Background: an optimization exercise with open tools, aiming at small area and a short achievable clock period. Do not read the settings as production practice.
No run shown here included a check of the RTL's function; only the layout flow was run.
No activity file was given, so power comes from the tool's default toggle rates.

==> design/flow/design.v <==
module dc_blocker (
    input  wire               clk,
    input  wire               rst,        
    input  wire               in_valid,
    input  wire signed [39:0] x,
    input  wire               track,
    input  wire               load,
    input  wire        [2:0]  corner,
    output reg                out_valid,
    output reg  signed [39:0] y,
    output wire signed [71:0] base
);
    reg        busy;
    reg  [7:0] ph;           
    reg  [39:0] x_r;
    reg  [8:0] sel;          
    reg        b_zero, s_zero;
    reg  [2:0] wcount;
    wire last = ph[7];
    wire acc  = in_valid & ~rst & (~busy | last);
    wire spec = ~busy | last;                  
    wire load_r = sel[7];
    reg  [77:0] bph;
    reg  [51:0] sph;
    reg  [39:0] win0, win1, win2, win3, win4, win5, win6;
    assign base = bph[77:6];
    wire [9:0] r_nz, r_two, r_neg;
    assign r_nz[0]  = sel[0] | sel[2] | sel[3] | sel[4] | sel[6];
    assign r_two[0] = sel[0] | sel[2];
    assign r_neg[0] = sel[0] | sel[2] | sel[5] | sel[7] | sel[8];
    assign r_nz[1]  = sel[0] | sel[1] | sel[3] | sel[4] | sel[5] | sel[6];
    assign r_two[1] = sel[0] | sel[4] | sel[5];
    assign r_neg[1] = sel[0] | sel[1] | sel[3] | sel[4] | sel[6];
    assign r_nz[2]  = sel[1] | sel[2] | sel[3];
    assign r_two[2] = sel[3];
    assign r_neg[2] = sel[1];
    assign r_nz[3]  = sel[2] | sel[3] | sel[4];
    assign r_two[3] = sel[3];
    assign r_neg[3] = sel[2] | sel[3];
    assign r_nz[4]  = sel[0] | sel[2] | sel[4] | sel[5];
    assign r_two[4] = sel[0] | sel[2] | sel[5];
    assign r_neg[4] = sel[0] | sel[2] | sel[4];
    assign r_nz[5]  = sel[0] | sel[1] | sel[3] | sel[4] | sel[5] | sel[6];
    assign r_two[5] = sel[0] | sel[4] | sel[5];
    assign r_neg[5] = sel[0] | sel[1] | sel[3] | sel[4];
    assign r_nz[6]  = sel[0] | sel[1] | sel[2] | sel[3] | sel[6];
    assign r_two[6] = sel[0] | sel[3];
    assign r_neg[6] = sel[1] | sel[2] | sel[3];
    assign r_nz[7]  = sel[1] | sel[2] | sel[4] | sel[5] | sel[6];
    assign r_two[7] = sel[2] | sel[6];
    assign r_neg[7] = sel[4];
    assign r_nz[8]  = sel[3] | sel[4] | sel[7];
    assign r_two[8] = sel[4];
    assign r_neg[8] = 1'b0;
    assign r_nz[9]  = sel[5] | sel[6];
    assign r_two[9] = sel[6];
    assign r_neg[9] = 1'b0;
    wire       neg4 = |sel[4:0];               
    wire [3:0] xs = load_r ? ph[5:2] : ph[4:1];
    wire [12:0] xf7 = ({13{xs[0]}} & {x_r[6:0], 6'd0}) |
                      ({13{xs[1]}} & x_r[19:7]) |
                      ({13{xs[2]}} & x_r[32:20]) |
                      ({13{xs[3]}} & {{6{x_r[39]}}, x_r[39:33]});
    wire [3:0] ws = xs & {4{wcount == 3'd7}};
    wire [12:0] w6f = ({13{ws[0]}} & {win6[6:0], 6'd0}) |
                      ({13{ws[1]}} & win6[19:7]) |
                      ({13{ws[2]}} & win6[32:20]) |
                      ({13{ws[3]}} & {{6{win6[39]}}, win6[39:33]});
    wire [12:0] s_rd = s_zero ? 13'd0 : sph[12:0];
    reg  [12:0] b_dr;
    always @* begin
        if (~busy)
            b_dr = bph[18:6];
        else if (ph[0] | ph[7])
            b_dr = bph[31:19];
        else if (ph[1])
            b_dr = bph[44:32];
        else if (ph[2])
            b_dr = bph[57:45];
        else if (ph[3])
            b_dr = bph[70:58];
        else
            b_dr = {{6{bph[77]}}, bph[77:71]};
        if (b_zero && !last) b_dr = 13'd0;
    end
    wire [12:0] b_rd = b_zero ? 13'd0 :
                       ph[7] ? bph[77:65] :
                       ph[2] ? bph[12:0] : bph[25:13];
    reg  [12:0] h0, h1, h2;           
    reg         dcy;
    reg  [13:0] dsum;
    always @* begin
        dsum = 14'd0;
        if (spec)
            dsum = {1'b0, ~b_dr} + 14'd1;
        else if (~load_r) begin
            if (~ph[5] & ~ph[6])
                dsum = {1'b0, xf7} + {1'b0, ~b_dr} + {13'd0, dcy};
            else
                dsum = {1'b0, {13{h0[12]}}};
        end else begin
            if (|ph[5:2])
                dsum = {1'b0, xf7} + {1'b0, s_rd} + {13'd0, dcy};
            else if (ph[6])
                dsum = {1'b0, {13{h0[12]}}};
        end
    end
    always @(posedge clk) begin
        h0  <= dsum[12:0];
        dcy <= (load_r & (ph[0] | ph[1])) ? 1'b0 : dsum[13];
        h1  <= (spec | (load_r & ph[0])) ? 13'd0 : h0;
        h2  <= spec ? 13'd0 : h1;
    end
    wire [38:0] hist = {h0, h1, h2};
    wire [12:0] rr [0:9];
    genvar gi;
    generate
        for (gi = 0; gi < 10; gi = gi + 1) begin : g_row
            wire [12:0] one = hist[26 - 2*gi + 12 : 26 - 2*gi];
            wire [12:0] two = hist[25 - 2*gi + 12 : 25 - 2*gi];
            assign rr[gi] = ({13{r_nz[gi]}} & (r_two[gi] ? two : one)) ^ {13{r_neg[gi]}};
        end
    endgenerate
    wire [12:0] brow = (ph[0] | ph[1]) ? 13'd0 :
                       ph[2] ? {b_rd[12:6] & {7{~load_r}}, 1'b1, 5'd0} :
                       load_r ? 13'd0 : b_rd;
    function [26:0] csa;              
        input [12:0] a, b, c;
        reg   [12:0] m;
        begin
            m   = (a & b) | (a & c) | (b & c);
            csa = {m[12], m[11:0], 1'b0, a ^ b ^ c};
        end
    endfunction
    wire [26:0] l1a = csa(rr[0], rr[1], rr[2]);
    wire [26:0] l1b = csa(rr[3], rr[4], rr[5]);
    wire [26:0] l1c = csa(rr[6], rr[7], rr[8]);
    wire [26:0] l2a = csa(l1a[12:0], l1a[25:13], l1b[12:0]);
    wire [26:0] l2b = csa(l1b[25:13], l1c[12:0], l1c[25:13]);
    wire [26:0] l3a = csa(l2a[12:0], l2a[25:13], l2b[12:0]);
    wire [26:0] l3b = csa(l2b[25:13], rr[9], brow);
    wire [26:0] l4  = csa(l3a[12:0], l3a[25:13], l3b[12:0]);
    wire [26:0] l5  = csa(l4[12:0], l4[25:13], l3b[25:13]);
    reg  [12:0] sv, cv;
    reg  [8:0]  ovb;
    always @(posedge clk) begin
        sv  <= l5[12:0];
        cv  <= l5[25:13];
        ovb <= {l1a[26], l1b[26], l1c[26], l2a[26], l2b[26],
                l3a[26], l3b[26], l4[26], l5[26]};
    end
    wire [3:0]  ov = ovb[0] + ovb[1] + ovb[2] + ovb[3] + ovb[4] +
                     ovb[5] + ovb[6] + ovb[7] + ovb[8];
    wire        b0  = b_zero ? 1'b0 : bph[6];
    reg  [3:0]  cr;
    wire [3:0]  cin = ph[1] ? ((neg4 ? 4'd4 : 4'd1) - {3'd0, b0}) : cr;
    wire [14:0] rsum = sv + cv + cin;
    wire [12:0] dig  = rsum[12:0];
    wire [3:0]  crn  = rsum[14:13] + ov;
    reg         t_z, t_o;
    wire        tie = b0 ? (t_o & (&dig[5:0])) : (t_z & ~(|dig[5:0]));
    wire [12:0] bnew = ph[3] ? {dig[12:7], tie ? b0 : dig[6], dig[5:0]} : dig;
    wire        dsg = h0[12];
    reg  [3:0]  k7;
    always @* begin
        k7 = 4'd1;
        if (sel[0] | sel[1]) k7 = dsg ? 4'd1 : 4'd4;
        if (sel[2])          k7 = dsg ? 4'd2 : 4'd4;
        if (sel[3] | sel[4]) k7 = dsg ? 4'd3 : 4'd4;
        if (sel[5])          k7 = dsg ? 4'd6 : 4'd1;
        if (sel[6])          k7 = dsg ? 4'd5 : 4'd1;
    end
    wire [12:0] a7   = load_r ? hist[22:10] : b_rd;
    wire [12:0] e7   = a7 + {{9{1'b0}}, ov} - {{9{1'b0}}, k7};
    wire [12:0] e7p1 = e7 + 13'd1;
    wire [12:0] e7p2 = e7 + 13'd2;
    wire [12:0] dig7 = rsum[14] ? e7p2 : rsum[13] ? e7p1 : e7;
    always @(posedge clk) begin
        cr <= crn;
        if (ph[1]) begin
            t_z <= ~(|dig);
            t_o <= &dig;
        end else if (ph[2]) begin
            t_z <= t_z & ~(|dig);
            t_o <= t_o & (&dig);
        end
    end
    wire [12:0] a_d = load_r ? hist[22:10] : b_rd;
    reg         sticky;
    wire        up = a_d[11] & (sticky | (|a_d[10:0]) | a_d[12]);
    wire [12:0] xf1 = ({13{ph[4]}} & {x_r[0], 12'd0}) |
                      ({13{ph[5]}} & x_r[13:1]) |
                      ({13{ph[6]}} & x_r[26:14]) |
                      ({13{ph[7]}} & x_r[39:27]);
    reg         ybor;
    wire [13:0] ysub = {x_r[39] & ph[7], xf1} -
                       {a_d[12] & ph[7], ph[4] ? {a_d[12], 12'd0} : a_d} -
                       (ph[4] ? {1'b0, up, 12'd0} : {13'd0, ybor});
    wire        y40 = ysub[13];
    wire        ovf = y40 ^ ysub[12];
    always @(posedge clk) begin
        if (ph[2])
            sticky <= |a_d[12:6];
        else if (ph[3])
            sticky <= sticky | (|a_d);
        ybor <= ysub[13];
        if (last & ovf)
            y <= y40 ? 40'h8000000000 : 40'h7fffffffff;
        else
            y <= {ysub[12:0], y[39:13]};
    end
    wire        sa_act = |xs;
    reg  [1:0]  scy;
    wire [14:0] ssum = s_rd + xf7 + {2'b00, ~w6f} + (xs[0] ? 2'd1 : scy);
    always @(posedge clk) begin
        scy <= ssum[14:13];
        if (sa_act)
            sph <= {ssum[12:0], sph[51:13]};
    end
    always @(posedge clk) begin
        if (acc) begin
            x_r <= x;
            sel <= 9'd0;
            if (load)
                sel[7] <= 1'b1;
            else if (track && corner != 3'd7)
                sel[corner] <= 1'b1;
            else
                sel[8] <= 1'b1;
        end
        if (|ph[7:3])
            bph[64:0] <= {bnew, bph[64:13]};
        if (last)
            bph[77:65] <= dig7;
        if (last) begin
            win0 <= x_r; win1 <= win0; win2 <= win1; win3 <= win2;
            win4 <= win3; win5 <= win4; win6 <= win5;
        end
        if (rst) begin
            busy      <= 1'b0;
            ph        <= 8'd0;
            out_valid <= 1'b0;
            b_zero    <= 1'b1;
            s_zero    <= 1'b1;
            wcount    <= 3'd0;
        end else begin
            out_valid <= last;
            ph <= {ph[6:0], acc};
            if (acc)
                busy <= 1'b1;
            else if (last)
                busy <= 1'b0;
            if (last) begin
                b_zero <= 1'b0;
                if (wcount != 3'd7) wcount <= wcount + 3'd1;
            end
            if (xs[3])
                s_zero <= 1'b0;
        end
    end
endmodule
==> design/flow/run.sh <==
#!/bin/bash
# synth_recipe.tcl (not shown) runs the flow's synth.tcl, then flattens the netlist and writes it again
# the make line also repeats each setting of config.mk as NAME=value (left out here)
make -C /OpenROAD-flow-scripts/flow DESIGN_CONFIG=/design/flow/config.mk WORK_HOME=/design/flow/orfs CLKGATE_MAP_FILE= SYNTH_SCRIPT=/design/flow/synth_recipe.tcl finish
==> design/flow/config.mk <==
export PLATFORM = sky130hd
export DESIGN_NAME = dc_blocker
export DESIGN_NICKNAME = dc_blocker
export VERILOG_FILES = /design/flow/design.v
export SDC_FILE = /design/flow/constraint.sdc
export NUM_CORES = 4
export LEC_CHECK = 0
export CAP_MARGIN = 20
export CORE_MARGIN = 2
export CORE_UTILIZATION = 40
export SLEW_MARGIN = 20
==> design/flow/constraint.sdc <==
create_clock -name core_clock -period 20.0 [get_ports {clk}]
set_input_delay 4.0000 -clock core_clock [delete_from_list [all_inputs] [get_ports {clk}]]
set_output_delay 4.0000 -clock core_clock [all_outputs]
set_load 0.01 [all_outputs]
==> results of run 1 <==
routing by layer:
metal	vias to the layer above	track usage [%]	wire, µm
li1	9281	-	-
met1	10000	27.2	35600
met2	597	34.9	41300
met3	126	2.28	3650
met4	0	6.89	2650
met5	-	0	0
registers in the layout, indices dropped and copies added, names as in the netlist, 9 cells and up:
signal	flops
win5	40
win1	40
sph	52
sel	9
win6	40
win0	40
cv	11
sv	13
x_r	40
win4	40
win3	40
h1	13
h0	13
ovb	9
y	40
win2	40
bph	78
layout make-up:
class	count	area, µm²
Fill cell	7082	41800
Timing Repair Buffer	196	1880
Clock buffer	67	1600
Clock inverter	46	621
Inverter	282	1060
Tap cell	1040	1300
Antenna cell	3	7.51
Multi-Input combinational cell	1572	12800
Sequential cell	590	16400
per-stage QoR:
step	util (%)	power, W
after floorplan	-	0.00289
after global placement	43.2	0.00340
after detailed placement	43.2	0.00342
after CTS	46.1	0.00468
after global routing	46.1	0.00495
final	46.1	0.00464
power by group through the flow:
stage | clock network, W | registers [W] | logic (W)
6_report | 0.00123 | 0.00155 | 0.00186
2_1_floorplan | 0 | 0.00156 | 0.00133
3_5_place_dp | 0 | 0.00158 | 0.00184
3_3_place_gp | 0 | 0.00158 | 0.00182
4_1_cts | 0.00126 | 0.00155 | 0.00186
5_1_grt | 0.00131 | 0.00156 | 0.00208
cell families after synthesis:
logic type	after synthesis	share of synthesized area, %
fa+ha+maj	275	14.5
flops	590	52.6
buf+inv	480	6.72
simple gates	607	9.25
compound gates	462	10.1
mux	104	3.44
xor+xnor	124	3.47
worst paths after layout:
| kind | startpoint | to | cells past startpoint | slack (ps) |
|---|---|---|---|---|
| hold / removal | sph[22] | sph[9] | 0 | 390 |
| setup reg to reg | ph[7] | y[1] | 15 | 13860 |
| setup / recovery | ph[7] | y[1] | 15 | 13860 |
| hold reg to reg | sph[22] | sph[9] | 0 | 390 |
critical path, cell delays in order, from the launching register on:
cell and delay, ps:
dfxtp_4 600, buf_4 670, buf_4 880, buf_12 600, a222oi_1 160, ha_1 340, inv_1 40, ha_1 330
a21o_1 180, a31o_2 220, a41o_1 260, o41ai_2 310, o21ai_0 180, xor2_1 190, or3_4 530, a21o_1 250
layout by cell type, fill, tap and decap left out, types with 35 or more instances in the layout:
| master | instances |
|---|---|
| edfxtp_1 | 463 |
| inv_1 | 279 |
| nand2_1 | 210 |
| clkdlybuf4s50_1 | 160 |
| fa_1 | 145 |
| nor2_1 | 140 |
| a21oi_1 | 130 |
| ha_1 | 130 |
| dfxtp_1 | 126 |
| xnor2_1 | 82 |
| mux2i_1 | 77 |
| o21ai_0 | 68 |
| clkbuf_16 | 62 |
| a21o_1 | 52 |
| nor2b_1 | 51 |
| xor2_1 | 42 |
| a211oi_1 | 38 |
| and2_1 | 37 |
| buf_4 | 35 |
==> notes.md, run 1 <==
* Drc violations at 0
* Initial antenna violation count at 3
* Area contributors post-synth: edfxtp_1, fa_1, dfxtp_1
* Std cell rows at around 100
* CP endpoint kind: flip-flop
* Setup WS pre-CTS at about 14,000 ps
* Chip width at 284 µm
* Top-area cell type share of the netlist area at 44.4%
* Slew Viols, Final at 0
* Synth Flop Type: edfxtp_1
* Io pins at approximately 160
* Final hold vios at 0
* Fraction of layout cells with a size suffix above 1 at ~7.3%
* Worst endpoint required time at 20,510 ps
* PD cells at approximately 130 mW/mm²
* CP Class: reg2reg
* Die ar. at ~0.080 mm²
* RSZ-0062 raised after global routing: false
* Hold_ws at between 300 and 400 ps
* Syn avg cell area at ~12 µm²
* Post-Syn Instances at 2,642
* Least-Margin Pin Slew at around 1100 ps
* Clk sinks at between 500 and 600
* Fin crit period at 6140 ps
* Async SR Flop Fraction at 0%
* Internal power at between 0.003 and 0.004 W
* Largest area contributor in the netlist: edfxtp_1
* Max-cap viol count at 0
* Combinational Power Share at about 40%
* Tot GR Track Use at approximately 20%
* Core area at slightly below 0.08 mm²
* Post-DRT Antenna Nets at 0
* Sequential power share at 33.5%
* Outcome: timing/DRC/antenna clean
* Clock Pin Slew Worst Setup and Hold Paths at approximately 70 ps
* RePlAce Congestion at between 0.8 and 0.9
* Drt wl/cell at 21.9 µm
* Worst skew pair latency at around 630 ps
* Post-CTS Hold Buffers at 0
* CTS tree: yes
* Root buf cell: clkbuf_16
* Final setup skew at around 35 ps
* Final wirelength at between 80 and 90 mm
* Syn nets at 2,965
* Switch Pwr at 0.00162 W
* Initial Util at 40.4%
* Vias post-DR at roughly 20,000
* Ys Warns at 1
* Max VDD drop at about 180 µV
* Port buffer count at 160
* Post-CTS Resized at 0
* CP Launch Type: flip-flop
* First drt pass iteration count at 10
* DR vias/cell at 5.28
* Area Overhead vs Synth at 14.1%
* Leakage at approximately 14 nW
* Highest attainable clock frequency at around 0.16 GHz
* Synth top cells by count: edfxtp_1, inv_1, nand2_1, fa_1, nor2_1
* Top-count cell post-synth: edfxtp_1
* Detailed Place HPWL at about 60 mm
* Initial DRC Count at 1,634
* Setup TNS at 0 ps
* Die H at about 280 µm
* H-Tree Depth at 2
* CP max FO at between 150 and 200
* Num CTS Buffers at 60
* Post-CTS Setup Bufs at 0
* Synth unique cells at between 70 and 80
* Mapped cell area at 0.0313 mm²
* Largest net degree at the start of global routing at around 160
* Area after DPL at 0.0335 mm²
* Seq/Total Area, Yosys at between 50% and 60%
* Longest Clk Path Bufs at 3
* Yosys reg bits at 590
* Number of synthesized flops with an enable pin at about 460
* Final Cell Area at 0.0357 mm²
* Post-route non-filler standard cell count at between 3,000 and 4,000
* Final worst-path cycle share at 30.7%
* Critical path arrival at around 6700 ps
* Vias in the first global route at approximately 20,000
* # placed instances at roughly 3,700
* First-pass GRT wire length at about 130 mm
* Tightest Hold Check Type: reg2reg
* Slew margin rel. at roughly 25%
* Net Sw Frac at 34.9%
* # nets final at slightly above 3,000
* Final WS setup at ~14,000 ps
* Final setup fails at 0
* Clock power frac at 26.6%
* GRT Residual Overflow at 0
==> inputs of run 2 (changes only) <==
--- a/design/flow/config.mk
+++ b/design/flow/config.mk
@@ -5,6 +5,7 @@
 export SDC_FILE = /design/flow/constraint.sdc
 export NUM_CORES = 4
 export LEC_CHECK = 0
+export ABC_AREA = 1
 export CAP_MARGIN = 20
 export CORE_MARGIN = 2
 export CORE_UTILIZATION = 40
==> notes.md, run 2 <==
* # fillers at 7,485 (was 7,082)
* Initial antenna violation count at 0 (was 3)
* CP max-delay cell: clkdlybuf4s50_1 (was buf_4)
* Synth top cells by count: nand2_1, inv_1, edfxtp_1, nor2_1, o21ai_0 (was edfxtp_1, inv_1, nand2_1, fa_1, nor2_1)
* Initial DRC Count at 2,013 (was 1,634)
* Leakage at 15.7 nW (was 13.9 nW)
* First-pass GRT wire length at 130 mm (was 126 mm)
* H-Tree Depth at 3 (was 2)
* Worst endpoint required time at 16,000 ps (was 20,510 ps)
* Crit path cell chain: clkdlybuf4s50_1 (was buf_4, buf_4, buf_12, a222oi_1, ha_1, inv_1, ha_1, a21o_1, a31o_2, a41o_1, o41ai_2, o21ai_0, xor2_1, or3_4, a21o_1)
* # nets final at 3,684 (was 3,025)
* Drt wl/cell at 19.0 µm (was 21.9 µm)
* Post-CTS Hold Buffers at 0 (unchanged)
* WP buf/inv at 1 (was 4)
* Setup TNS at 0 ps (unchanged)
* Number of synthesized flops with an enable pin at 463 (unchanged)
* Tightest Hold Check Type: reg2reg (unchanged)
* Most frequent cells in the layout: nand2_1, inv_1, edfxtp_1 (was edfxtp_1, inv_1, nand2_1)
* Least-Margin Pin Slew at 1020 ps (was 1130 ps)
* Vias in the first global route at 21,700 (was 20,000)
* Commonest non-fill, non-tap cell in the layout: nand2_1 (was edfxtp_1)
* Yosys reg bits at 590 (unchanged)
* Synth unique cells at 49 (was 78)
* Multi-input gate area at 0.0128 mm² (about the same)
* Reg area at 0.0164 mm² (unchanged)
* Num CTS Buffers at 66 (was 60)
* CP endpoint kind: primary output (was flip-flop)
* Max VDD drop at 200 µV (was 178 µV)
* RePlAce Congestion at 0.944 (was 0.895)
* Longest Clk Path Bufs at 3 (unchanged)
* Post-DRT Antenna Nets at 0 (unchanged)
* Initial Util at 40.5% (was 40.4%)
* Clock power frac at 23.9% (was 26.6%)
* Top-area cell type share of the netlist area at 43.4% (was 44.4%)
* Chip width at 287 µm (was 284 µm)
* # diodes at 0 (was 3)
* Regs by FF count: bph (78), sph (52) (unchanged)
* Outcome: timing/DRC/antenna clean (unchanged)
* Synth Flop Type: edfxtp_1 (unchanged)
* Switch Pwr at 0.00199 W (was 0.00162 W)
* Max reg flops at 78 (unchanged)
* RSZ-0062 raised after global routing: false (unchanged)
* Highest attainable clock frequency at 0.174 GHz (was 0.163 GHz)
* Final hold vios at 0 (unchanged)
* Largest net degree at the start of global routing at 197 (was 156)
* Core area at 0.0791 mm² (was 0.0775 mm²)
* Top-count cell post-synth: nand2_1 (was edfxtp_1)
* Clk sinks at 590 (unchanged)
* Detailed Place HPWL at 63.2 mm (was 61.9 mm)
* CP max FO at 3 (was 155)
* DR vias/cell at 5.04 (was 5.28)
* Tot GR Track Use at 20.8% (was 20.5%)
* Max-cap viol count at 0 (unchanged)
* Final WS setup at 14,260 ps (was 13,860 ps)
* Crit path max-delay family: buffers and inverters (unchanged)
* Area Overhead vs Synth at 13.6% (was 14.1%)
* Clock Pin Slew Worst Setup and Hold Paths at 60 ps (was 70 ps)
* Std cell rows at 103 (was 102)
* Final setup skew at 56.3 ps (was 35.3 ps)
* Drc violations at 0 (unchanged)
* Die H at 287 µm (was 284 µm)
* Largest area contributor in the netlist: edfxtp_1 (unchanged)
* Final wirelength at 84.7 mm (was 83.2 mm)
* Post-CTS Setup Bufs at 0 (unchanged)
* Io pins at 161 (unchanged)
* CP Launch Type: flip-flop (unchanged)
* Root buf cell: clkbuf_16 (unchanged)
* PD cells at 138 mW/mm² (was 130 mW/mm²)
* CTS tree: yes (unchanged)
* CP max stage delay at 600 ps (was 880 ps)
* FF-to-FF setup slack at 14,290 ps (was 13,860 ps)
* GRT Residual Overflow at 0 (unchanged)
* Syn avg cell area at 9.81 µm² (was 11.8 µm²)
* Largest reg by FF count: bph (unchanged)
* Internal power at 0.00304 W (was 0.00302 W)
* Port buffer count at 160 (unchanged)
* Seq/Total Area, Yosys at 51.3% (was 52.6%)
* Post-Syn Instances at 3,267 (was 2,642)
* Setup WS pre-CTS at 14,000 ps (was 13,860 ps)
* Critical path arrival at 1740 ps (was 6650 ps)
* Fraction of layout cells with a size suffix above 1 at 4.31% (was 7.26%)
* Post-CTS Resized at 0 (unchanged)
* Die ar. at 0.0824 mm² (was 0.0805 mm²)
* Async SR Flop Fraction at 0% (unchanged)
* Combinational Power Share at 44.3% (was 40.0%)
* Area contributors post-synth: edfxtp_1, nand2_1, fa_1 (was edfxtp_1, fa_1, dfxtp_1)
* Syn nets at 3,590 (was 2,965)
* Slew Viols, Final at 0 (unchanged)
* Mapped cell area at 0.0320 mm² (was 0.0313 mm²)
* Fin crit period at 5740 ps (was 6140 ps)
* Slew margin rel. at 31.5% (was 24.6%)
* First drt pass iteration count at 5 (was 10)
* Worst skew pair latency at 650 ps (was 630 ps)
* CP Class: reg2out (was reg2reg)
* Sequential power share at 31.8% (was 33.5%)
* Net Sw Frac at 39.5% (was 34.9%)
* Ys Warns at 1 (unchanged)
* Final worst-path cycle share at 28.7% (was 30.7%)
* Vias post-DR at 22,500 (was 20,000)
* Final setup fails at 0 (unchanged)
[run 2: logic make-up (layout without fill, tap and decap cells)]
logic type,count (synthesis),count (layout),share of synthesized area [%]
fa+ha+maj,275,275,14.1
mux,14,14,0.437
simple gates,1229,1229,15.7
xor+xnor,89,89,2.43
compound gates,418,418,7.31
flops,590,590,51.3
buf+inv,652,795,8.67
[run 2: final cells by class]
cell class	instances	share of cell area [%]
clock buffer	86	4.81
timing repair buffer	185	4.95
clock inverter	31	1.12
multi-input combinational	2025	35.2
sequential	590	45.2
tap	1050	3.61
inverter	493	5.08
[run 2: stage by stage]
step | total power [W] | instance area, µm² | cells | hold slack (ps) | utilization (%)
floorplan | 0.00320 | 32000 | 3267 | 400 | -
global placement | 0.00382 | 34200 | 4342 | 400 | 43.3
detailed placement | 0.00383 | 34200 | 4343 | 405 | 43.3
CTS | 0.00507 | 36400 | 4460 | 396 | 46.0
global route | 0.00547 | 36400 | 4460 | 410 | 46.0
finish | 0.00503 | 36400 | 4460 | 401 | 46.0
[run 2: worst paths after layout]
path / endpoint / start / cells after the start
setup / recovery: base[59] / bph[65] / 1
hold / removal: win4[35] / win3[35] / 0
setup reg to reg: bph[76] / ovb[0] / 22
hold reg to reg: win4[35] / win3[35] / 0
[run 2: power groups by stage]
stage / sequential, W / clock [W] / combinational, W
2_1_floorplan: 0.00162 / 0 / 0.00158
3_3_place_gp: 0.00162 / 0 / 0.00220
3_5_place_dp: 0.00162 / 0 / 0.00221
4_1_cts: 0.00160 / 0.00123 / 0.00224
5_1_grt: 0.00161 / 0.00128 / 0.00258
6_report: 0.00160 / 0.00120 / 0.00223
[run 2: layer usage]
metal | track usage, % | vias up | share of wire (%)
met4 | 6.58 | 0 | 2.6
li1 | - | 10800 | -
met1 | 29.6 | 10800 | 45
met3 | 3.71 | 138 | 7.0
met2 | 32.3 | 767 | 45
met5 | 0 | - | 0
==> inputs of run 3 (changes only) <==
--- a/design/flow/config.mk
+++ b/design/flow/config.mk
@@ -8,5 +8,5 @@
 export ABC_AREA = 1
 export CAP_MARGIN = 20
 export CORE_MARGIN = 2
-export CORE_UTILIZATION = 40
+export CORE_UTILIZATION = 65
 export SLEW_MARGIN = 20
==> notes.md, run 3 <==
* Outcome: timing/DRC/antenna clean (unchanged)
* Initial Util at 65.7% (was 40.5%)
* Final Cell Area at 0.0357 mm² (was 0.0364 mm²)
* Max VDD drop at 226 µV (was 200 µV)
* Top-area cell type share of the netlist area at 43.4% (unchanged)
* # placed instances at 3,955 (was 4,343)
* Area contributors post-synth: edfxtp_1, nand2_1, fa_1 (unchanged)
* Most frequent cells in the layout: nand2_1, inv_1, edfxtp_1 (unchanged)
* Mapped cell area at 0.0320 mm² (unchanged)
* Chip width at 226 µm (was 287 µm)
* CP Class: reg2out (unchanged)
* First-pass GRT wire length at 144 mm (was 130 mm)
* Io pins at 161 (unchanged)
* Reg area at 0.0164 mm² (unchanged)
* PD cells at 143 mW/mm² (was 138 mW/mm²)
* Post-CTS Hold Buffers at 0 (unchanged)
* Crit path max-delay family: buffers and inverters (unchanged)
* Clk sinks at 590 (unchanged)
* Area Overhead vs Synth at 11.5% (was 13.6%)
* Port buffer count at 160 (unchanged)
* CP Launch Type: flip-flop (unchanged)
* Largest net degree at the start of global routing at 186 (was 197)
* H-Tree Depth at 2 (was 3)
* Final hold vios at 0 (unchanged)
* Max-cap viol count at 0 (unchanged)
* Synth Flop Type: edfxtp_1 (unchanged)
* Clock Pin Slew Worst Setup and Hold Paths at 60 ps (about the same)
* Slew margin rel. at 14.3% (was 31.5%)
* Post-route non-filler standard cell count at 4,066 (was 4,460)
* Final setup skew at 42.5 ps (was 56.3 ps)
* Highest attainable clock frequency at 0.173 GHz (was 0.174 GHz)
* Top-count cell post-synth: nand2_1 (unchanged)
* Largest area contributor in the netlist: edfxtp_1 (unchanged)
* CP max-delay cell: clkdlybuf4s50_1 (unchanged)
* GRT Residual Overflow at 0 (unchanged)
* Post-DRT Antenna Nets at 0 (unchanged)
* Worst endpoint required time at 16,000 ps (about the same)
* Tightest Hold Check Type: reg2reg (unchanged)
* Initial DRC Count at 3,514 (was 2,013)
* Die H at 226 µm (was 287 µm)
* Number of synthesized flops with an enable pin at 463 (unchanged)
* Hold path depth at 0 (unchanged)
* Drt wl/cell at 23.5 µm (was 19.0 µm)
* Longest Clk Path Bufs at 3 (unchanged)
* Async SR Flop Fraction at 0% (unchanged)
* Core area at 0.0487 mm² (was 0.0791 mm²)
* Final setup fails at 0 (unchanged)
* Post-Syn Instances at 3,267 (unchanged)
* Syn avg cell area at 9.81 µm² (unchanged)
* Regs by FF count: bph (78), sph (52) (unchanged)
* Root buf cell: clkbuf_16 (unchanged)
* Final wirelength at 95.4 mm (was 84.7 mm)
* Leakage at 15.6 nW (was 15.7 nW)
* Hold Startpoint: win4[7] (was win3[35])
* Initial antenna violation count at 1 (was 0)
* Final WS setup at 14,210 ps (was 14,260 ps)
* Final worst-path cycle share at 29.0% (was 28.7%)
* Worst skew pair latency at 680 ps (was 650 ps)
* Slew Viols, Final at 0 (unchanged)
* Num CTS Buffers at 59 (was 66)
* CP endpoint kind: primary output (unchanged)
* Synth unique cells at 49 (unchanged)
* Largest reg by FF count: bph (unchanged)
* Seq/Total Area, Yosys at 51.3% (unchanged)
* Crit path cell chain: clkdlybuf4s50_1 (unchanged)
* Worst Hold End: win5[7] (was win4[35])
* Syn nets at 3,590 (unchanged)
* Multi-input gate area at 0.0128 mm² (about the same)
* Ys Warns at 1 (unchanged)
* Setup TNS at 0 ps (unchanged)
* WP buf/inv at 1 (unchanged)
* CTS tree: yes (unchanged)
* Drc violations at 0 (unchanged)
* Vias post-DR at 24,300 (was 22,500)
* DR vias/cell at 5.99 (was 5.04)
* Fin crit period at 5790 ps (was 5740 ps)
* # fillers at 3,298 (was 7,485)
* First drt pass iteration count at 6 (was 5)
* Post-CTS Setup Bufs at 0 (unchanged)
* Critical path arrival at 1790 ps (was 1740 ps)
* CP max FO at 3 (unchanged)
* Vias in the first global route at 24,000 (was 21,700)
* Detailed Place HPWL at 67.5 mm (was 63.2 mm)
* Yosys reg bits at 590 (unchanged)
* Tot GR Track Use at 38.2% (was 20.8%)
* FF-to-FF End: bph[77] (was bph[76])
* Synth top cells by count: nand2_1, inv_1, edfxtp_1, nor2_1, o21ai_0 (unchanged)
* Fraction of layout cells with a size suffix above 1 at 4.35% (was 4.31%)
* RSZ-0062 raised after global routing: false (unchanged)
* Std cell rows at 81 (was 103)
* R2R depth at 22 (unchanged)
* # diodes at 0 (unchanged)
* FF-to-FF setup slack at 14,260 ps (was 14,290 ps)
* Post-CTS Resized at 0 (unchanged)
* Max reg flops at 78 (unchanged)
* Least-Margin Pin Slew at 1290 ps (was 1020 ps)
* Die ar. at 0.0511 mm² (was 0.0824 mm²)
* CP max stage delay at 620 ps (was 600 ps)
* # nets final at 3,677 (was 3,684)
* RePlAce Congestion at 0.979 (was 0.944)
* Commonest non-fill, non-tap cell in the layout: nand2_1 (unchanged)
* RR Startpoint: ovb[0] (unchanged)
* Area after DPL at 0.0337 mm² (was 0.0342 mm²)
* Setup WS pre-CTS at 14,030 ps (was 14,000 ps)
[run 3: changes by cell type in the layout (fill, tap and decap cells not counted), moves of 2 or more]
cell,previous run,this run
clkbuf_8,2,0
clkinvlp_4,1,4
clkinv_2,7,9
clkinv_16,5,3
clkbuf_16,66,59
clkinv_1,12,6
clkinv_4,1,7
[run 3: cell type report]
cell class / instances / area share [%]
clock buffers: 75 / 4.30
inverters: 493 / 5.18
clock inverters: 34 / 1.17
repair buffers: 185 / 5.04
multi-input cells: 2025 / 35.9
well taps: 664 / 2.33
flip-flops and latches: 590 / 46.0
[run 3: where the power goes]
part | leakage (nW) | total (W) | internal (W) | switching, W
logic | 9.33 | 0.00239 | 0.000843 | 0.00154
clock network | 0.935 | 0.00112 | 0.000618 | 0.000501
registers | 5.30 | 0.00161 | 0.00153 | 0.0000751
[run 3: logic make-up (layout without fill, tap and decap cells)]
family,after synthesis,after routing,synth area share (%)
compound gates,418,418,7.31
xor+xnor,89,89,2.43
fa+ha+maj,275,275,14.1
buf+inv,652,787,8.67
flops,590,590,51.3
mux,14,14,0.437
simple gates,1229,1229,15.7
[run 3: how the worst max path moves through the flow]
stage               startpoint        to  slack, ps  cells past startpoint
finish                 bph[65]  base[59]      14210                      1
global route            ovb[0]   bph[73]      14010                     22
global placement        sel[2]     sv[1]      14090                     14
detailed placement      sel[2]     sv[1]      14030                     14
floorplan                ph[7]    sel[0]       8470                      4
CTS                     sel[2]     sv[1]      13930                     14
[run 3: worst register-to-register path, delay by kind of cell (launching register included)]
kind | cells | cell delay, ps
buf+inv | 4 | 240
xor+xnor | 1 | 490
flops | 1 | 320
simple gates | 10 | 1260
fa+ha+maj | 7 | 3190
[run 3: routing by layer]
layer  vias up  wire length [µm]  GRT usage [%]
met4         2              4750           16.2
li1      10800                 -              -
met5         -                13              0
met1     11500             36200           50.8
met2      1697             43200           59.7
met3       339             11300           10.0
[run 3: per-stage QoR]
step / utilization [%] / power, W / hold slack, ps
5_1_grt: 73.3 / 0.00547 / 386
4_1_cts: 73.2 / 0.00507 / 381
6_report: 73.3 / 0.00512 / 386
3_5_place_dp: 69.2 / 0.00390 / 405
3_3_place_gp: 69.2 / 0.00380 / 400
2_1_floorplan: - / 0.00320 / 400
==> inputs of run 4 (changes only) <==
--- a/design/flow/config.mk
+++ b/design/flow/config.mk
@@ -5,8 +5,8 @@
 export SDC_FILE = /design/flow/constraint.sdc
 export NUM_CORES = 4
 export LEC_CHECK = 0
-export ABC_AREA = 1
 export CAP_MARGIN = 20
 export CORE_MARGIN = 2
 export CORE_UTILIZATION = 65
+export CTS_BUF_LIST = sky130_fd_sc_hd__clkbuf_4 sky130_fd_sc_hd__clkbuf_8
 export SLEW_MARGIN = 20
==> notes.md, run 4 <==
* Outcome: timing/DRC/antenna clean (unchanged)
* Port buffer count at 160 (unchanged)
* Vias post-DR at 20,300 (was 24,300)
* Syn avg cell area at 11.8 µm² (was 9.81 µm²)
* Area contributors post-synth: edfxtp_1, fa_1, dfxtp_1 (was edfxtp_1, nand2_1, fa_1)
* Area after DPL at 0.0329 mm² (was 0.0337 mm²)
* # nets final at 3,049 (was 3,677)
* Final setup skew at 35.7 ps (was 42.5 ps)
* CP Launch Type: flip-flop (unchanged)
* Fin crit period at 6030 ps (was 5790 ps)
* CP Class: reg2reg (was reg2out)
* Clk sinks at 590 (unchanged)
* Gr busiest metal: met2 (unchanged)
* Final setup fails at 0 (unchanged)
* First-pass GRT wire length at 115 mm (was 144 mm)
* Regs by FF count: bph (78), sph (52) (unchanged)
* Slew Viols, Final at 0 (unchanged)
* First drt pass iteration count at 7 (was 6)
* CP max stage delay at 580 ps (was 620 ps)
* Initial antenna violation count at 0 (was 1)
* Yosys reg bits at 590 (unchanged)
* CP max-delay cell: fa_1 (was clkdlybuf4s50_1)
* Core area at 0.0476 mm² (was 0.0487 mm²)
* Commonest non-fill, non-tap cell in the layout: edfxtp_1 (was nand2_1)
* Area Overhead vs Synth at 11.6% (was 11.5%)
* Setup WS pre-CTS at 13,920 ps (was 14,030 ps)
* Async SR Flop Fraction at 0% (unchanged)
* Routing usage on met2 at 53.0% (was 59.7%)
* Highest attainable clock frequency at 0.166 GHz (was 0.173 GHz)
* Seq/Total Area, Yosys at 52.6% (was 51.3%)
* Drc violations at 0 (unchanged)
* Clock Pin Slew Worst Setup and Hold Paths at 60 ps (about the same)
* Most frequent cells in the layout: edfxtp_1, inv_1, nand2_1 (was nand2_1, inv_1, edfxtp_1)
* CP max FO at 4 (was 3)
* PD cells at 128 mW/mm² (was 143 mW/mm²)
* Initial DRC Count at 1,861 (was 3,514)
* Mapped cell area at 0.0313 mm² (was 0.0320 mm²)
* RSZ-0062 raised after global routing: false (unchanged)
* Ys Warns at 1 (unchanged)
* Post-CTS Resized at 0 (unchanged)
* Root buf cell: clkbuf_8 (was clkbuf_16)
* Final worst-path cycle share at 30.1% (was 29.0%)
* Detailed Place HPWL at 55.1 mm (was 67.5 mm)
* Least-Margin Pin Slew at 1200 ps (was 1290 ps)
* FF-to-FF End: bph[76] (was bph[77])
* Final hold vios at 0 (unchanged)
* Post-CTS Hold Buffers at 0 (unchanged)
* Std cell rows at 80 (was 81)
* Io pins at 161 (unchanged)
* Worst Hold End: win3[32] (was win5[7])
* # diodes at 0 (unchanged)
* H-Tree Depth at 3 (was 2)
* Tot GR Track Use at 30.5% (was 38.2%)
* Hold path depth at 0 (unchanged)
* Synth Flop Type: edfxtp_1 (unchanged)
* Post-CTS Setup Bufs at 0 (unchanged)
* FF-to-FF setup slack at 13,970 ps (was 14,260 ps)
* RR Startpoint: ovb[0] (unchanged)
* CTS tree: yes (unchanged)
* Setup TNS at 0 ps (unchanged)
* Max VDD drop at 213 µV (was 226 µV)
* Longest Clk Path Bufs at 3 (unchanged)
* Top-count cell post-synth: edfxtp_1 (was nand2_1)
* Most used cell, CP: fa_1
* DR vias/cell at 5.94 (was 5.99)
* Die H at 223 µm (was 226 µm)
* # fillers at 3,299 (was 3,298)
* Worst skew pair latency at 690 ps (was 680 ps)
* Largest reg by FF count: bph (unchanged)
* Drt wl/cell at 22.1 µm (was 23.5 µm)
* Die ar. at 0.0499 mm² (was 0.0511 mm²)
* GRT Residual Overflow at 0 (unchanged)
* Final Cell Area at 0.0349 mm² (was 0.0357 mm²)
* Syn nets at 2,965 (was 3,590)
* Post-DRT Antenna Nets at 0 (unchanged)
* Fraction of layout cells with a size suffix above 1 at 8.64% (was 4.35%)
* Synth unique cells at 78 (was 49)
* Max reg flops at 78 (unchanged)
* Crit path cell chain: inv_1, fa_1, fa_1, fa_1, fa_1, fa_1, fa_1, inv_1, fa_1, a21o_1, a221oi_1, nand3_1, mux2i_1, o2111ai_1, nor3_1, nand4b_1, xnor2_1 (was clkdlybuf4s50_1)
* Final WS setup at 13,970 ps (was 14,210 ps)
* R2R depth at 17 (was 22)
* Leakage at 13.9 nW (was 15.6 nW)
* Synth top cells by count: edfxtp_1, inv_1, nand2_1, fa_1, nor2_1 (was nand2_1, inv_1, edfxtp_1, nor2_1, o21ai_0)
* Slew margin rel. at 19.7% (was 14.3%)
* Critical path arrival at 6460 ps (was 1790 ps)
* Top-area cell type share of the netlist area at 44.4% (was 43.4%)
* Initial Util at 65.7% (about the same)
* Post-Syn Instances at 2,642 (was 3,267)
* Vias in the first global route at 20,300 (was 24,000)
* RePlAce Congestion at 0.949 (was 0.979)
* GR Util met3 at 5.04% (was 10.0%)
* Tightest Hold Check Type: reg2reg (unchanged)
* Max-cap viol count at 0 (unchanged)
* CP endpoint kind: flip-flop (was primary output)
* Hold Startpoint: win2[32] (was win4[7])
* Worst endpoint required time at 20,430 ps (was 16,000 ps)
* Largest area contributor in the netlist: edfxtp_1 (unchanged)
* Final wirelength at 75.4 mm (was 95.4 mm)
* Num CTS Buffers at 91 (was 59)
* Largest net degree at the start of global routing at 201 (was 186)
* Met1 Track Usage GR at 37.0% (was 50.8%)
* Chip width at 223 µm (was 226 µm)
* Number of synthesized flops with an enable pin at 463 (unchanged)
-- run 4: changes by cell type after synthesis, moves of 68 or more --
cell,previous run,this run
o21ai_0,188,69
xnor2_1,14,82
nand2_1,783,210
nor2_1,220,141
inv_1,481,279
nand3_1,142,26
-- run 4: layout make-up --
type	count	area, µm²	share of cell area, %
multi-input combinational	1572	12800	36.6
sequential	590	16400	47.1
clock buffer	119	1510	4.33
inverter	282	1060	3.03
clock inverter	49	509	1.46
tap	615	769	2.20
timing repair buffer	189	1840	5.26
-- run 4: logic make-up after synthesis --
| logic type | Yosys count | synth area share (%) |
|---|---|---|
| AOI/OAI and AO/OA | 462 | 10.1 |
| xor gates and xnor gates | 124 | 3.47 |
| adders and majority gates | 275 | 14.5 |
| buffers and inverters | 480 | 6.72 |
| DFF | 590 | 52.6 |
| muxes | 104 | 3.44 |
| and+or+nand+nor | 607 | 9.25 |
-- run 4: metrics by stage --
| stage | total power [W] | instances | hold WS (ps) | util (%) |
|---|---|---|---|---|
| floorplan | 0.00289 | 2642 | 400 | - |
| global placement | 0.00333 | 3248 | 401 | 69.0 |
| detailed placement | 0.00339 | 3248 | 405 | 69.0 |
| CTS | 0.00450 | 3416 | 403 | 73.2 |
| global route | 0.00477 | 3416 | 415 | 73.3 |
| finish | 0.00447 | 3416 | 404 | 73.3 |
-- run 4: worst max-delay path, delay by kind of cell (launching register included) --
kind	cells	cell delay [ps]
adder cells (fa/ha/maj)	7	3390
AO/OA/AOI/OAI	3	960
AND/OR/NAND/NOR	3	630
flip-flops	1	300
multiplexers	1	230
XOR/XNOR	1	160
buffers and inverters	2	110
-- run 4: where the power goes --
group	total [W]	internal (W)	leakage, nW	switching (W)
clock	0.00109	0.000619	1.06	0.000471
sequential	0.00155	0.00148	5.25	0.0000637
combinational	0.00183	0.000795	7.57	0.00104
-- run 4: how the worst max path moves through the flow --
stage / startpoint / endpoint / slack, ps / cells after the start
5_1_grt: ovb[0] / bph[77] / 13660 / 17
6_report: ovb[0] / bph[76] / 13970 / 17
4_1_cts: ovb[0] / bph[76] / 13990 / 17
2_1_floorplan: ph[7] / y[30] / 7450 / 17
3_5_place_dp: rst / sel[3] / 13920 / 3
3_3_place_gp: rst / sel[0] / 13990 / 3
-- run 4: per-layer routing --
metal | share of wire, % | vias to the layer above
li1 | - | 9352
met1 | 38 | 9880
met2 | 51 | 850
met3 | 6.2 | 201
met4 | 4.9 | 0
met5 | 0 | -
==> inputs of run 5 (changes only) <==
==> design/flow/flow/run.sh (new file) <==
#!/bin/bash
set -e
export BUFFER_PORTS_ARGS="-buffer_cell sky130_fd_sc_hd__buf_2"
bash standard.sh > standard.log 2>&1
==> design/flow/standard.sh (new file) <==
#!/bin/bash
# synth_recipe.tcl (not shown) runs the flow's synth.tcl, then flattens the netlist and writes it again
# the make line also repeats each setting of config.mk as NAME=value (left out here)
make -C /OpenROAD-flow-scripts/flow DESIGN_CONFIG=/design/flow/config.mk WORK_HOME=/design/flow/orfs CLKGATE_MAP_FILE= SYNTH_SCRIPT=/design/flow/synth_recipe.tcl "${@:-finish}"
--- a/design/flow/config.mk
+++ b/design/flow/config.mk
@@ -8,5 +8,4 @@
 export CAP_MARGIN = 20
 export CORE_MARGIN = 2
 export CORE_UTILIZATION = 65
-export CTS_BUF_LIST = sky130_fd_sc_hd__clkbuf_4 sky130_fd_sc_hd__clkbuf_8
 export SLEW_MARGIN = 20
removed: design/flow/run.sh
==> notes.md, run 5 <==
* Final wirelength at 75.8 mm (was 75.4 mm)
* Max-cap viol count at 0 (unchanged)
* Worst Hold End: win5[5] (was win3[32])
* Core area at 0.0476 mm² (unchanged)
* Vias in the first global route at 19,900 (was 20,300)
* Final hold vios at 0 (unchanged)
* CP max FO at 4 (unchanged)
* Final worst-path cycle share at 30.4% (was 30.1%)
* Critical path arrival at 6470 ps (was 6460 ps)
* Leakage at 13.7 nW (was 13.9 nW)
* Drt wl/cell at 22.6 µm (was 22.1 µm)
* Area contributors post-synth: edfxtp_1, fa_1, dfxtp_1 (unchanged)
* Regs by FF count: bph (78), sph (52) (unchanged)
* Clk sinks at 590 (unchanged)
* Drc violations at 0 (unchanged)
* Port buffer count at 160 (unchanged)
* Synth unique cells at 78 (unchanged)
* Area after DPL at 0.0321 mm² (was 0.0329 mm²)
* Area Overhead vs Synth at 8.60% (was 11.6%)
* Num CTS Buffers at 57 (was 91)
* Setup WS pre-CTS at 13,950 ps (was 13,920 ps)
* Tot GR Track Use at 30.6% (was 30.5%)
* Post-CTS Setup Bufs at 0 (unchanged)
* CTS tree: yes (unchanged)
* Sequential power share at 34.7% (was 34.6%)
* Async SR Flop Fraction at 0% (unchanged)
* Root buf cell: clkbuf_16 (was clkbuf_8)
* H-Tree Depth at 2 (was 3)
* Largest net degree at the start of global routing at 178 (was 201)
* Fin crit period at 6080 ps (was 6030 ps)
* Largest area contributor in the netlist: edfxtp_1 (unchanged)
* R2R depth at 17 (unchanged)
* Io pins at 161 (unchanged)
* Final WS setup at 13,920 ps (was 13,970 ps)
* Tightest Hold Check Type: reg2reg (unchanged)
* Worst skew pair latency at 640 ps (was 690 ps)
* Synth top cells by count: edfxtp_1, inv_1, nand2_1, fa_1, nor2_1 (unchanged)
* Final setup fails at 0 (unchanged)
* RR Startpoint: ovb[0] (unchanged)
* Final Cell Area at 0.0340 mm² (was 0.0349 mm²)
* Yosys reg bits at 590 (unchanged)
* First-pass GRT wire length at 116 mm (was 115 mm)
* Post-route non-filler standard cell count at 3,354 (was 3,416)
* Die H at 223 µm (unchanged)
* # nets final at 3,013 (was 3,049)
* CP endpoint kind: flip-flop (unchanged)
* Synth Flop Type: edfxtp_1 (unchanged)
* Mapped cell area at 0.0313 mm² (unchanged)
* Chip width at 223 µm (unchanged)
* Std cell rows at 80 (unchanged)
* First drt pass iteration count at 6 (was 7)
* Most frequent cells in the layout: edfxtp_1, inv_1, nand2_1 (unchanged)
* Vias post-DR at 20,000 (was 20,300)
* Slew Viols, Final at 0 (unchanged)
* Final setup skew at 54.4 ps (was 35.7 ps)
* Fraction of layout cells with a size suffix above 1 at 12.4% (was 8.64%)
* Initial Util at 65.7% (unchanged)
* Max reg flops at 78 (unchanged)
* Slew margin rel. at 25.6% (was 19.7%)
* Ys Warns at 1 (unchanged)
* Hold Startpoint: win4[5] (was win2[32])
* Syn avg cell area at 11.8 µm² (unchanged)
* Initial antenna violation count at 1 (was 0)
* RePlAce Congestion at 0.942 (was 0.949)
* Seq/Total Area, Yosys at 52.6% (unchanged)
* Post-Syn Instances at 2,642 (unchanged)
* Top-count cell post-synth: edfxtp_1 (unchanged)
* PD cells at 131 mW/mm² (was 128 mW/mm²)
* Net Sw Frac at 35.9% (was 35.2%)
* Post-DRT Antenna Nets at 0 (unchanged)
* Clock power frac at 24.3% (was 24.4%)
* Combinational Power Share at 41.0% (about the same)
* Die ar. at 0.0499 mm² (unchanged)
* Internal power at 0.00286 W (was 0.00290 W)
* Setup TNS at 0 ps (unchanged)
* Post-CTS Hold Buffers at 0 (unchanged)
* CP Class: reg2reg (unchanged)
* Highest attainable clock frequency at 0.165 GHz (was 0.166 GHz)
* Clock Pin Slew Worst Setup and Hold Paths at 70 ps (was 60 ps)
* Hold path depth at 0 (unchanged)
* Number of synthesized flops with an enable pin at 463 (unchanged)
* Critical path launch point: ovb[0] (unchanged)
* Outcome: timing/DRC/antenna clean (unchanged)
* GRT Residual Overflow at 0 (unchanged)
* CP Launch Type: flip-flop (unchanged)
* Max VDD drop at 218 µV (was 213 µV)
* FF-to-FF End: bph[76] (unchanged)
* Syn nets at 2,965 (unchanged)
* Top-area cell type share of the netlist area at 44.4% (unchanged)
* Longest Clk Path Bufs at 3 (unchanged)
* # placed instances at 3,246 (was 3,248)
* Initial DRC Count at 1,730 (was 1,861)
* Post-CTS Resized at 0 (unchanged)
* FF-to-FF setup slack at 13,920 ps (was 13,970 ps)
* DR vias/cell at 5.97 (was 5.94)
* Commonest non-fill, non-tap cell in the layout: edfxtp_1 (unchanged)
* RSZ-0062 raised after global routing: false (unchanged)
* Least-Margin Pin Slew at 1110 ps (was 1200 ps)
* Largest reg by FF count: bph (unchanged)
* Worst endpoint required time at 20,390 ps (was 20,430 ps)
* Detailed Place HPWL at 55.1 mm (about the same)
* Switch Pwr at 0.00160 W (was 0.00157 W)
[run 5: cell type report]
class	count	area, µm²
inverters	282	1060
repair buffers	187	1020
diodes	1	2.50
clock buffers	68	1490
well taps	615	769
clock inverters	39	424
flip-flops and latches	590	16400
multi-input cells	1572	12800
fillers	3352	13700
[run 5: kinds of logic after synthesis]
kind of cell    after synthesis  share of synthesized area [%]
flops                       590                           52.6
simple gates                607                           9.25
buf+inv                     480                           6.72
xor+xnor                    124                           3.47
fa+ha+maj                   275                           14.5
mux                         104                           3.44
compound gates              462                           10.1
[run 5: through the flow]
step | utilization (%) | total power (W) | hold WS, ps
final | 71.3 | 0.00446 | 412
after global routing | 71.3 | 0.00474 | 411
after CTS | 71.3 | 0.00448 | 412
after detailed placement | 67.3 | 0.00338 | 405
after global placement | 67.3 | 0.00330 | 400
after floorplan | - | 0.00289 | 400
[run 5: how the worst max path moves through the flow]
| stage | end | slack, ps |
|---|---|---|
| global route | bph[76] | 13670 |
| global placement | bph[76] | 14170 |
| finish | bph[76] | 13920 |
| detailed placement | bph[76] | 13950 |
| floorplan | y[30] | 7450 |
| CTS | bph[76] | 13940 |
[run 5: layer usage]
metal / routed length [µm] / global-route usage [%] / vias to the layer above
li1: - / - / 9249
met1: 29500 / 38.5 / 9928
met2: 39100 / 54.0 / 684
met3: 4280 / 4.61 / 160
met4: 2900 / 11.5 / 0
met5: 0 / 0 / -
[run 5: power groups by stage]
stage	registers, W	logic, W	clock network (W)
after floorplan	0.00156	0.00133	0
after global placement	0.00157	0.00173	0
after detailed placement	0.00157	0.00181	0
after CTS	0.00155	0.00182	0.00111
after global routing	0.00155	0.00203	0.00115
final	0.00155	0.00183	0.00109
[run 5: critical path, cell delays in order (launching register included)]
cell       delay (ps)
dfxtp_1           310
inv_1              60
fa_1              560
fa_1              440
fa_1              480
fa_1              430
fa_1              570
fa_1              540
inv_1              70
fa_1              410
a21o_1            240
a221oi_1          490
nand3_1           130
mux2i_1           200
o2111ai_1         190
nor3_1            370
nand4b_1          180
xnor2_1           160

[afterwards: timing with drivers on the ports]
The flow's constraints put no driver on any port. The routed layouts listed below were extracted and timed again, unchanged, in two steps.
Step 1: set_driving_cell puts a clkbuf_16 on clk and a buf_2 on each other input, an assumption about the parent block.
Step 2 also shifts input and output timing later by t, the mid clock arrival at the registers, as if the neighbouring blocks saw the same clock.
Three values: no drivers, after step 1, after step 2; two values: the first two.
run	shift t [ns]	setup WS [ns]	worst register clock-pin slew, ns
run 1	0.672	13.865 / 13.865 / 13.865	0.07 / 0.07
run 2	0.688	14.259 / 14.198 / 13.961	0.07 / 0.07
run 3	0.720	14.205 / 14.141 / 14.006	0.07 / 0.07
run 4	0.726	13.972 / 13.972 / 13.904	0.07 / 0.07
run 5	0.674	13.922 / 13.922 / 13.922	0.07 / 0.07
After both steps every run listed still meets setup and hold. The setup slack of run 2, which loses most, moves by -0.061 ns with the drivers and by -0.298 ns with both steps.
